This is an optimization exercise on Yosys and OpenROAD, whose aim is small area and a short achievable clock period, not a production implementation. Where RTL was checked, it was by simulation tests only, not by an equivalence proof against the original. Power and IR drop assume default switching activity.

Design mosaic_coder, start of the top module:
module mosaic_coder (
    input  wire        clk,
    input  wire        rst,           
    input  wire        in_valid,
    input  wire        in_first,      
    input  wire        in_last,       
    input  wire [3:0]  in_depth,      
    input  wire [2:0]  in_pred,       
    input  wire [4:0]  in_avail,      
    input  wire        in_ef_colour,  
    input  wire [15:0] in_x,
    input  wire [15:0] in_a,
    input  wire [15:0] in_b,
    input  wire [15:0] in_c,
    input  wire [15:0] in_e,
    input  wire [15:0] in_f,
    output reg         out_valid,
    output reg  [29:0] out_code,      
    output reg  [4:0]  out_len,
    output reg         blk_valid,
    output reg  [2:0]  blk_pred,
    output reg  [22:0] blk_bits
);
  genvar g;
  integer p, j;
  wire [8:0]  dsel0;                                       
  generate
    for (g = 0; g < 9; g = g + 1) begin : g_dsel
      assign dsel0[g] = (in_depth == g);
    end
  endgenerate
  wire [15:0] mid0 = {dsel0, 7'd0};                        
  wire        a_av = in_avail[0];
  wire        b_av = in_avail[1];
  wire        c_av = in_avail[2];
  wire        none = !a_av && !b_av;
  wire [15:0] a0 = none ? mid0 : a_av ? in_a : in_b;
  wire [15:0] b0 = none ? mid0 : b_av ? in_b : in_a;
  wire [15:0] c0 = none ? mid0 : c_av ? in_c : b0;
  reg         v1, first1, last1, use_ef1;
  reg  [8:0]  dsel;
  reg  [2:0]  pred1;
  reg  [15:0] x1, a1, b1, c1, e1, f1;
  always @(posedge clk) begin
    v1      <= in_valid && !rst;
    first1  <= in_first;
    last1   <= in_last;
    dsel    <= dsel0;
    pred1   <= in_pred;
    use_ef1 <= in_avail[3] && in_avail[4] && in_ef_colour;
    x1      <= in_x;
    a1      <= a0;
    b1      <= b0;
    c1      <= c0;
    e1      <= in_e;
    f1      <= in_f;
  end
  ...
Size in the first run: about 5200 cells after synthesis, ~350 flip-flops, ~180 I/O pins, roughly 29000 µm² of cells after synthesis.
==> flow/config.mk <==
export PLATFORM = sky130hd
export DESIGN_NAME = mosaic_coder
export DESIGN_NICKNAME = mosaic_coder
export VERILOG_FILES = /design/flow/design.v
export SDC_FILE = /design/flow/constraint.sdc
export NUM_CORES = 4
export LEC_CHECK = 0
export ABC_AREA = 1
export CAP_MARGIN = 20
export CORE_MARGIN = 2
export CORE_UTILIZATION = 40
export SLEW_MARGIN = 20
==> flow/constraint.sdc <==
create_clock -name core_clock -period 20.0 [get_ports {clk}]
set_input_delay 4.0000 -clock core_clock [delete_from_list [all_inputs] [get_ports {clk}]]
set_output_delay 4.0000 -clock core_clock [all_outputs]
set_load 0.01 [all_outputs]
standard.sh (not shown) runs the stock make flow with config.mk's settings and CLKGATE_MAP_FILE= SYNTH_SCRIPT=/design/flow/synth_recipe.tcl, a recipe that flattens the netlist after the stock synthesis.
==> flow/flow/run.sh <==
#!/bin/bash
# Layout flow: the standard ORFS flow (standard.sh) with two changes in
# how the layout is made:
#  - synthesis maps adders as plain logic for abc (no half/full adder cells,
#    yosys's default Brent-Kung carry network instead of Kogge-Stone);
#  - ports are buffered with sky130_fd_sc_hd__buf_2 cells.
# Every tool's output goes to standard.log in this folder.
set -euo pipefail
export ADDER_MAP_FILE=
export SYNTH_OPERATIONS_ARGS=-booth
export BUFFER_PORTS_ARGS="-buffer_cell sky130_fd_sc_hd__buf_2"
bash standard.sh > standard.log 2>&1
Then changed:
==> flow/flow/run.sh (replaced) <==
#!/bin/bash
# Standard layout, unchanged; each tool's output goes to a log in this folder.
set -e
bash standard.sh > standard.log 2>&1
What happened: Global-route usage went down by 0.92 points; non-clock buffer count rises by 12; clock-buffer cell count decreases by 1; routed wire length rises by 9.0%; synthesized cell count fell by 0.87%; cell area rose by 16%; sequential power falls by 2.7%; area after synthesis rose by 14%; via count grows by 1.6%; die area grows by 14%; flip-flop and latch count stays the same.
No run of this note included a check of the RTL's function; only the layout flow was run.

---

mosaic_coder, a different RTL version from the one above (not shown whole).
Size: roughly 4,900 cells after synthesis, about 460 flip-flops, about 180 I/O pins, roughly 32,000 µm² of cells after synthesis.
==> flow/config.mk <==
export PLATFORM = sky130hd
export DESIGN_NAME = mosaic_coder
export DESIGN_NICKNAME = mosaic_coder
export VERILOG_FILES = /design/flow/design.v
export SDC_FILE = /design/flow/constraint.sdc
export NUM_CORES = 4
export LEC_CHECK = 0
export ABC_AREA = 1
export CAP_MARGIN = 20
export CORE_MARGIN = 2
export CORE_UTILIZATION = 60
export CTS_CLUSTER_DIAMETER = 60
export CTS_CLUSTER_SIZE = 30
export GPL_TIMING_DRIVEN = 1
export SLEW_MARGIN = 70
==> flow/constraint.sdc <==
create_clock -name core_clock -period 20.0 [get_ports {clk}]
set_input_delay 4.0000 -clock core_clock [delete_from_list [all_inputs] [get_ports {clk}]]
set_output_delay 4.0000 -clock core_clock [all_outputs]
set_load 0.01 [all_outputs]
==> flow/flow/run.sh <==
#!/bin/bash
# Layout flow: the standard ORFS flow (standard.sh) with three changes in
# how the layout is made:
#  - synthesis maps adders as plain logic for abc (no half/full adder cells,
#    yosys's default Brent-Kung carry network instead of Kogge-Stone);
#  - abc maps with a 2.6 ns delay target and recovers area within it
#    (flow/abc_area.script, used for the synthesis step only);
#  - ports are buffered with sky130_fd_sc_hd__buf_2 cells.
# Each step's full output goes to a log file in this folder.
set -euo pipefail
export ADDER_MAP_FILE=
export SYNTH_OPERATIONS_ARGS=-booth
export BUFFER_PORTS_ARGS="-buffer_cell sky130_fd_sc_hd__buf_2"

# Synthesis, with a copy of ORFS's scripts whose abc area script is ours
rm -rf synth_scripts
cp -r "$FLOW_HOME/scripts" synth_scripts
cp flow/abc_area.script synth_scripts/abc_area.script
SCRIPTS_DIR="$PWD/synth_scripts" bash standard.sh synth > synth.log 2>&1

# The rest of the standard flow
bash standard.sh > standard.log 2>&1
==> flow/flow/abc_area.script <==
strash
dch
map -D 2600
topo
stime -c
buffer -c
upsize -c
dnsize -c
Edit:
==> flow/flow/run.sh (replaced) <==
#!/bin/bash
# Layout flow: the standard ORFS flow (standard.sh) with two changes in
# how the layout is made:
#  - synthesis maps adders as plain logic for abc (no half/full adder cells,
#    yosys's default Brent-Kung carry network instead of Kogge-Stone);
#  - ports are buffered with sky130_fd_sc_hd__buf_2 cells.
# Every tool's output goes to standard.log in this folder.
set -euo pipefail
export ADDER_MAP_FILE=
export SYNTH_OPERATIONS_ARGS=-booth
export BUFFER_PORTS_ARGS="-buffer_cell sky130_fd_sc_hd__buf_2"
bash standard.sh > standard.log 2>&1
--- a/flow/config.mk
+++ b/flow/config.mk
@@ -13,3 +13,2 @@
 export CTS_CLUSTER_SIZE = 30
-export GPL_TIMING_DRIVEN = 1
-export SLEW_MARGIN = 70
+export SLEW_MARGIN = 60
removed: flow/flow/abc_area.script
After rerunning: Sequential power is about the same. Design area came out higher by 1.5%. Critical path depth stays the same. Fmax came out lower by 0.38%. Register-to-register slack improves by 0.35 ns. Clock-buffer cell count grows by 2. Cell count grows by 13%. Worst hold slack gets worse by 0.0062 ns.
Edit:
==> flow/flow/run.sh (replaced) <==
#!/bin/bash
# Layout flow: the standard ORFS flow (standard.sh) with three changes in
# how the layout is made:
#  - synthesis maps adders as plain logic for abc (no half/full adder cells,
#    yosys's default Brent-Kung carry network instead of Kogge-Stone);
#  - abc maps with a 2.6 ns delay target and recovers area within it
#    (flow/abc_area.script, used for the synthesis step only);
#  - ports are buffered with sky130_fd_sc_hd__buf_2 cells.
# Each step's full output goes to a log file in this folder.
set -euo pipefail
export ADDER_MAP_FILE=
export SYNTH_OPERATIONS_ARGS=-booth
export BUFFER_PORTS_ARGS="-buffer_cell sky130_fd_sc_hd__buf_2"

# Synthesis, with a copy of ORFS's scripts whose abc area script is ours
rm -rf synth_scripts
cp -r "$FLOW_HOME/scripts" synth_scripts
cp flow/abc_area.script synth_scripts/abc_area.script
SCRIPTS_DIR="$PWD/synth_scripts" bash standard.sh synth > synth.log 2>&1

# The rest of the standard flow
bash standard.sh > standard.log 2>&1
==> flow/flow/abc_area.script (new file) <==
strash
dch
map -D 2600
topo
stime -c
buffer -c
upsize -c
dnsize -c
--- a/flow/config.mk
+++ b/flow/config.mk
@@ -13,2 +13,2 @@
 export CTS_CLUSTER_SIZE = 30
-export SLEW_MARGIN = 60
+export SLEW_MARGIN = 70
The new run went through all stages and came out clean.
Clock power goes up by 9.1%.
Final cell count falls by 12%.
Worst hold slack improves by 0.0062 ns.
No run of this note included a check of the RTL's function; only the layout flow was run.

---

## alpha
mosaic_coder, a different RTL version from the one above (not shown whole).
Size: about 5,500 cells after synthesis, ~180 I/O pins, roughly 32,000 um^2 of cells after synthesis.
==> flow/config.mk <==
export PLATFORM = sky130hd
export DESIGN_NAME = mosaic_coder
export DESIGN_NICKNAME = mosaic_coder
export VERILOG_FILES = /design/flow/design.v
export SDC_FILE = /design/flow/constraint.sdc
export NUM_CORES = 4
export LEC_CHECK = 0
export ABC_AREA = 1
export CAP_MARGIN = 20
export CORE_MARGIN = 2
export CORE_UTILIZATION = 60
export CTS_CLUSTER_DIAMETER = 60
export CTS_CLUSTER_SIZE = 30
export SLEW_MARGIN = 70
==> flow/constraint.sdc <==
create_clock -name core_clock -period 20.0 [get_ports {clk}]
set_input_delay 4.0000 -clock core_clock [delete_from_list [all_inputs] [get_ports {clk}]]
set_output_delay 4.0000 -clock core_clock [all_outputs]
set_load 0.01 [all_outputs]
==> flow/flow/run.sh <==
#!/bin/bash
# Layout flow: the standard ORFS flow (standard.sh) with two changes in
# how the layout is made:
#  - synthesis maps adders as plain logic for abc (no half/full adder cells,
#    yosys's default Brent-Kung carry network instead of Kogge-Stone);
#  - ports are buffered with sky130_fd_sc_hd__buf_2 cells.
# Every tool's output goes to standard.log in this folder.
set -euo pipefail
export ADDER_MAP_FILE=
export SYNTH_OPERATIONS_ARGS=-booth
export BUFFER_PORTS_ARGS="-buffer_cell sky130_fd_sc_hd__buf_2"
bash standard.sh > standard.log 2>&1
Setup changes, alpha to beta
==> flow/flow/run.sh <==
#!/bin/bash
# Layout flow: the standard ORFS flow (standard.sh) with three changes in
# how the layout is made:
#  - synthesis maps adders as plain logic for abc (no half/full adder cells,
#    yosys's default Brent-Kung carry network instead of Kogge-Stone);
#  - abc maps with a 3.0 ns delay target and recovers area within it
#    (flow/abc_area.script, used for the synthesis step only);
#  - ports are buffered with sky130_fd_sc_hd__buf_2 cells.
# Each step's full output goes to a log file in this folder.
set -euo pipefail
export ADDER_MAP_FILE=
export SYNTH_OPERATIONS_ARGS=-booth
export BUFFER_PORTS_ARGS="-buffer_cell sky130_fd_sc_hd__buf_2"

# Synthesis, with a copy of ORFS's scripts whose abc area script is ours
rm -rf synth_scripts
cp -r "$FLOW_HOME/scripts" synth_scripts
cp flow/abc_area.script synth_scripts/abc_area.script
SCRIPTS_DIR="$PWD/synth_scripts" bash standard.sh synth > synth.log 2>&1

# The rest of the standard flow
bash standard.sh > standard.log 2>&1
==> flow/flow/abc_area.script (new file) <==
strash
dch
map -D 3000
topo
stime -c
buffer -c
upsize -c
dnsize -c
--- outcome ---
Est. power | beta vs alpha | beta lower. The total clock buffers created by CTS of beta falls short of that of alpha by 7.7%. Between alpha and beta, the first-iteration DRC count is higher for alpha. beta: die area is 8.8% lower than what alpha reported. Global-route usage in beta is 0.18 points below alpha. Global-route wire length before repair of beta falls short of that of alpha by more than 10%. Non-clock buffer count in beta vs alpha: up 11. Post-synthesis xor/xnor area fraction up 3.3 points in beta wrt alpha. Of alpha and beta, the run reporting the lower core footprint was beta. Per the comparison of beta with alpha, sequential cell count roughly the same; routed length per placed instance higher.
The following lists how gamma was set up differently from beta:
-- flow/flow/run.sh --
<<< beta, line 4
#  - synthesis maps adders as plain logic for abc (no half/full adder cells,
#    yosys's default Brent-Kung carry network instead of Kogge-Stone);
#  - abc maps with a 3.0 ns delay target and recovers area within it
#    (flow/abc_area.script, used for the synthesis step only);
#  - ports are buffered with sky130_fd_sc_hd__buf_2 cells.
>>> gamma, line 4
#  - synthesis maps adders as plain logic for abc (no half/full adder cells,
#    yosys's default Brent-Kung carry network instead of Kogge-Stone);
#  - abc maps with a 2.8 ns delay target and recovers area within it
#    (flow/abc_area.script, used for the synthesis step only);
#  - ports are buffered with sky130_fd_sc_hd__buf_2 cells.
==> flow/flow/abc_area.script <==
strash
dch
map -D 2800
topo
stime -c
buffer -c
upsize -c
dnsize -c
[summary]
Timing, DRC, antenna: 0 failures across gamma and beta
Re number of antenna diodes: gamma and beta aren't equal, and the lower value belongs to gamma.
gamma vs. beta: clock buffer instance count of the final layout picked up an extra 7; post-place instance area picked up an extra about 2.7%; placer's final routability congestion estimate lost 4.4%; maximum clock frequency picked up an extra about 1.2%.
Routed metal-1 wire length (gamma over beta): increase, about 0.55%
gamma vs beta, cell area went up by 2.8%.
#### Input delta (delta over gamma)
-- flow/flow/run.sh --
<<< gamma, line 4
#  - synthesis maps adders as plain logic for abc (no half/full adder cells,
#    yosys's default Brent-Kung carry network instead of Kogge-Stone);
#  - abc maps with a 2.8 ns delay target and recovers area within it
#    (flow/abc_area.script, used for the synthesis step only);
#  - ports are buffered with sky130_fd_sc_hd__buf_2 cells.
>>> delta, line 4
#  - synthesis maps adders as plain logic for abc (no half/full adder cells,
#    yosys's default Brent-Kung carry network instead of Kogge-Stone);
#  - abc maps with a 2.6 ns delay target and recovers area within it
#    (flow/abc_area.script, used for the synthesis step only);
#  - ports are buffered with sky130_fd_sc_hd__buf_2 cells.
==> flow/flow/abc_area.script <==
strash
dch
map -D 2600
topo
stime -c
buffer -c
upsize -c
dnsize -c
## What came out
Count of filler cells inserted in the layout, gamma and delta, higher one = gamma. The run showing the greater combined area of the multi-input logic cells is delta. The die of delta is larger than the one used in gamma. blk_bits[16] as the capturing element of the worst setup path was reported by delta, and out_code[0] by gamma.

---

mosaic_coder, a different RTL version from the one above (not shown whole).
For scale: ~5500 cells after synthesis, ~460 flip-flops, ~33000 um^2 of cells after synthesis.
Settings: LEC_CHECK=0, ABC_AREA=1, CAP_MARGIN=20, CORE_MARGIN=2, CORE_UTILIZATION=60, CTS_CLUSTER_DIAMETER=60, CTS_CLUSTER_SIZE=30, SLEW_MARGIN=70; clock period 20.0 ns.
==> flow/flow/run.sh <==
#!/bin/bash
# Layout flow: the standard ORFS flow (standard.sh) with two changes in
# how the layout is made:
#  - synthesis maps adders as plain logic for abc (no half/full adder cells,
#    yosys's default Brent-Kung carry network instead of Kogge-Stone);
#  - ports are buffered with sky130_fd_sc_hd__buf_2 cells.
# Every tool's output goes to standard.log in this folder.
set -euo pipefail
export ADDER_MAP_FILE=
export SYNTH_OPERATIONS_ARGS=-booth
export BUFFER_PORTS_ARGS="-buffer_cell sky130_fd_sc_hd__buf_2"
bash standard.sh > standard.log 2>&1
Then changed:
--- a/flow/flow/run.sh
+++ b/flow/flow/run.sh
@@ -2 +2 @@
-# Layout flow: the standard ORFS flow (standard.sh) with two changes in
+# Layout flow: the standard ORFS flow (standard.sh) with three changes in
@@ -5,0 +6,2 @@
+#  - abc maps with a 2.6 ns delay target and recovers area within it
+#    (flow/abc_area.script, used for the synthesis step only);
@@ -7 +9 @@
-# Every tool's output goes to standard.log in this folder.
+# Each step's full output goes to a log file in this folder.
@@ -11,0 +14,8 @@
+
+# Synthesis, with a copy of ORFS's scripts whose abc area script is ours
+rm -rf synth_scripts
+cp -r "$FLOW_HOME/scripts" synth_scripts
+cp flow/abc_area.script synth_scripts/abc_area.script
+SCRIPTS_DIR="$PWD/synth_scripts" bash standard.sh synth > synth.log 2>&1
+
+# The rest of the standard flow
==> flow/flow/abc_area.script (new file) <==
strash
dch
map -D 2600
topo
stime -c
buffer -c
upsize -c
dnsize -c
- final area goes down by 2.4%
- clock-buffer cell count goes up by 3
- core utilization rises by 0.20 points
- total power rose by 0.85%
- final cell count falls by 8.0%
- via count fell by 2.8%
- maximum frequency fell by 5.2%
- synthesized cell count shrinks by 8.9%
- sequential power stays flat
- clock skew decreases by 8.8 ps
Then changed:
==> flow/flow/run.sh (replaced) <==
#!/bin/bash
# Layout flow: the standard ORFS flow (standard.sh) with two changes in
# how the layout is made:
#  - synthesis maps adders as plain logic for abc (no half/full adder cells,
#    yosys's default Brent-Kung carry network instead of Kogge-Stone);
#  - ports are buffered with sky130_fd_sc_hd__buf_2 cells.
# Every tool's output goes to standard.log in this folder.
set -euo pipefail
export ADDER_MAP_FILE=
export SYNTH_OPERATIONS_ARGS=-booth
export BUFFER_PORTS_ARGS="-buffer_cell sky130_fd_sc_hd__buf_2"
bash standard.sh > standard.log 2>&1
CTS_CLUSTER_DIAMETER = 70   (was 60)
CTS_CLUSTER_SIZE = 35   (was 30)
SLEW_MARGIN = 65   (was 70)
removed: flow/flow/abc_area.script
The new run finished with timing, DRC and antenna clean.
Critical path depth shrinks by 26.
Global-route usage shrinks by 2.6 points.
Final area grows by 1.3%.
Sequential share of layout area shrinks by 0.35 points.
Combinational power shrinks by about 5%.
Routed wire length shrinks by 3.6%.
Total power shrinks by 3.7%.

==> re-timing with driven ports <==
In the flow no input, the clock included, has a driving cell. The finished layouts below were timed again as built, in two steps.
Step 1 (the two cells are an assumption about what drives the block):
set clk [get_ports {clk}]
set_driving_cell -lib_cell sky130_fd_sc_hd__clkbuf_16 $clk
set_driving_cell -lib_cell sky130_fd_sc_hd__buf_2 [delete_from_list [all_inputs] $clk]
Step 2 times the ports against the registers' clock, not the clock port: input delays grow and output delays shrink by t, the midpoint of the rising clock arrivals with the driver on.
Slacks: ideal ports / drivers / drivers and shift; pairs: ideal ports / drivers.
run | t, ns | slack for setup (ns) | worst setup path at the end | latest minus earliest clock arrival (ns)
the first run of note 1 | 0.661 | 12.587 / 12.587 / 12.587 | register to register | 0.039 / 0.039
the second run of note 1 | 0.653 | 12.526 / 12.526 / 12.526 | register to register | 0.030 / 0.030
the first run of note 2 | 0.653 | 14.907 / 14.844 / 14.917 | register to register | 0.040 / 0.040
the second run of note 2 | 0.651 | 14.887 / 14.827 / 15.275 | register to register | 0.024 / 0.025
the third run of note 2 | 0.653 | 14.907 / 14.844 / 14.917 | register to register | 0.040 / 0.040
alpha | 0.662 | 14.914 / 14.850 / 14.313 | input to register | 0.037 / 0.038
beta | 0.641 | 14.871 / 14.871 / 14.546 | input to register | 0.039 / 0.039
gamma | 0.655 | 14.931 / 14.866 / 14.398 | input to register | 0.039 / 0.039
delta | 0.647 | 14.960 / 14.893 / 14.551 | input to register | 0.036 / 0.036
the first run of note 4 | 0.641 | 14.943 / 14.878 / 15.189 | register to register | 0.031 / 0.031
the second run of note 4 | 0.647 | 14.663 / 14.663 / 14.663 | register to register | 0.025 / 0.025
the third run of note 4 | 0.699 | 14.884 / 14.822 / 15.148 | register to register | 0.030 / 0.030
After both steps every run listed still meets setup and hold. The setup slack of alpha, which loses most, moves by -0.064 ns with the drivers and by -0.601 ns with both steps.
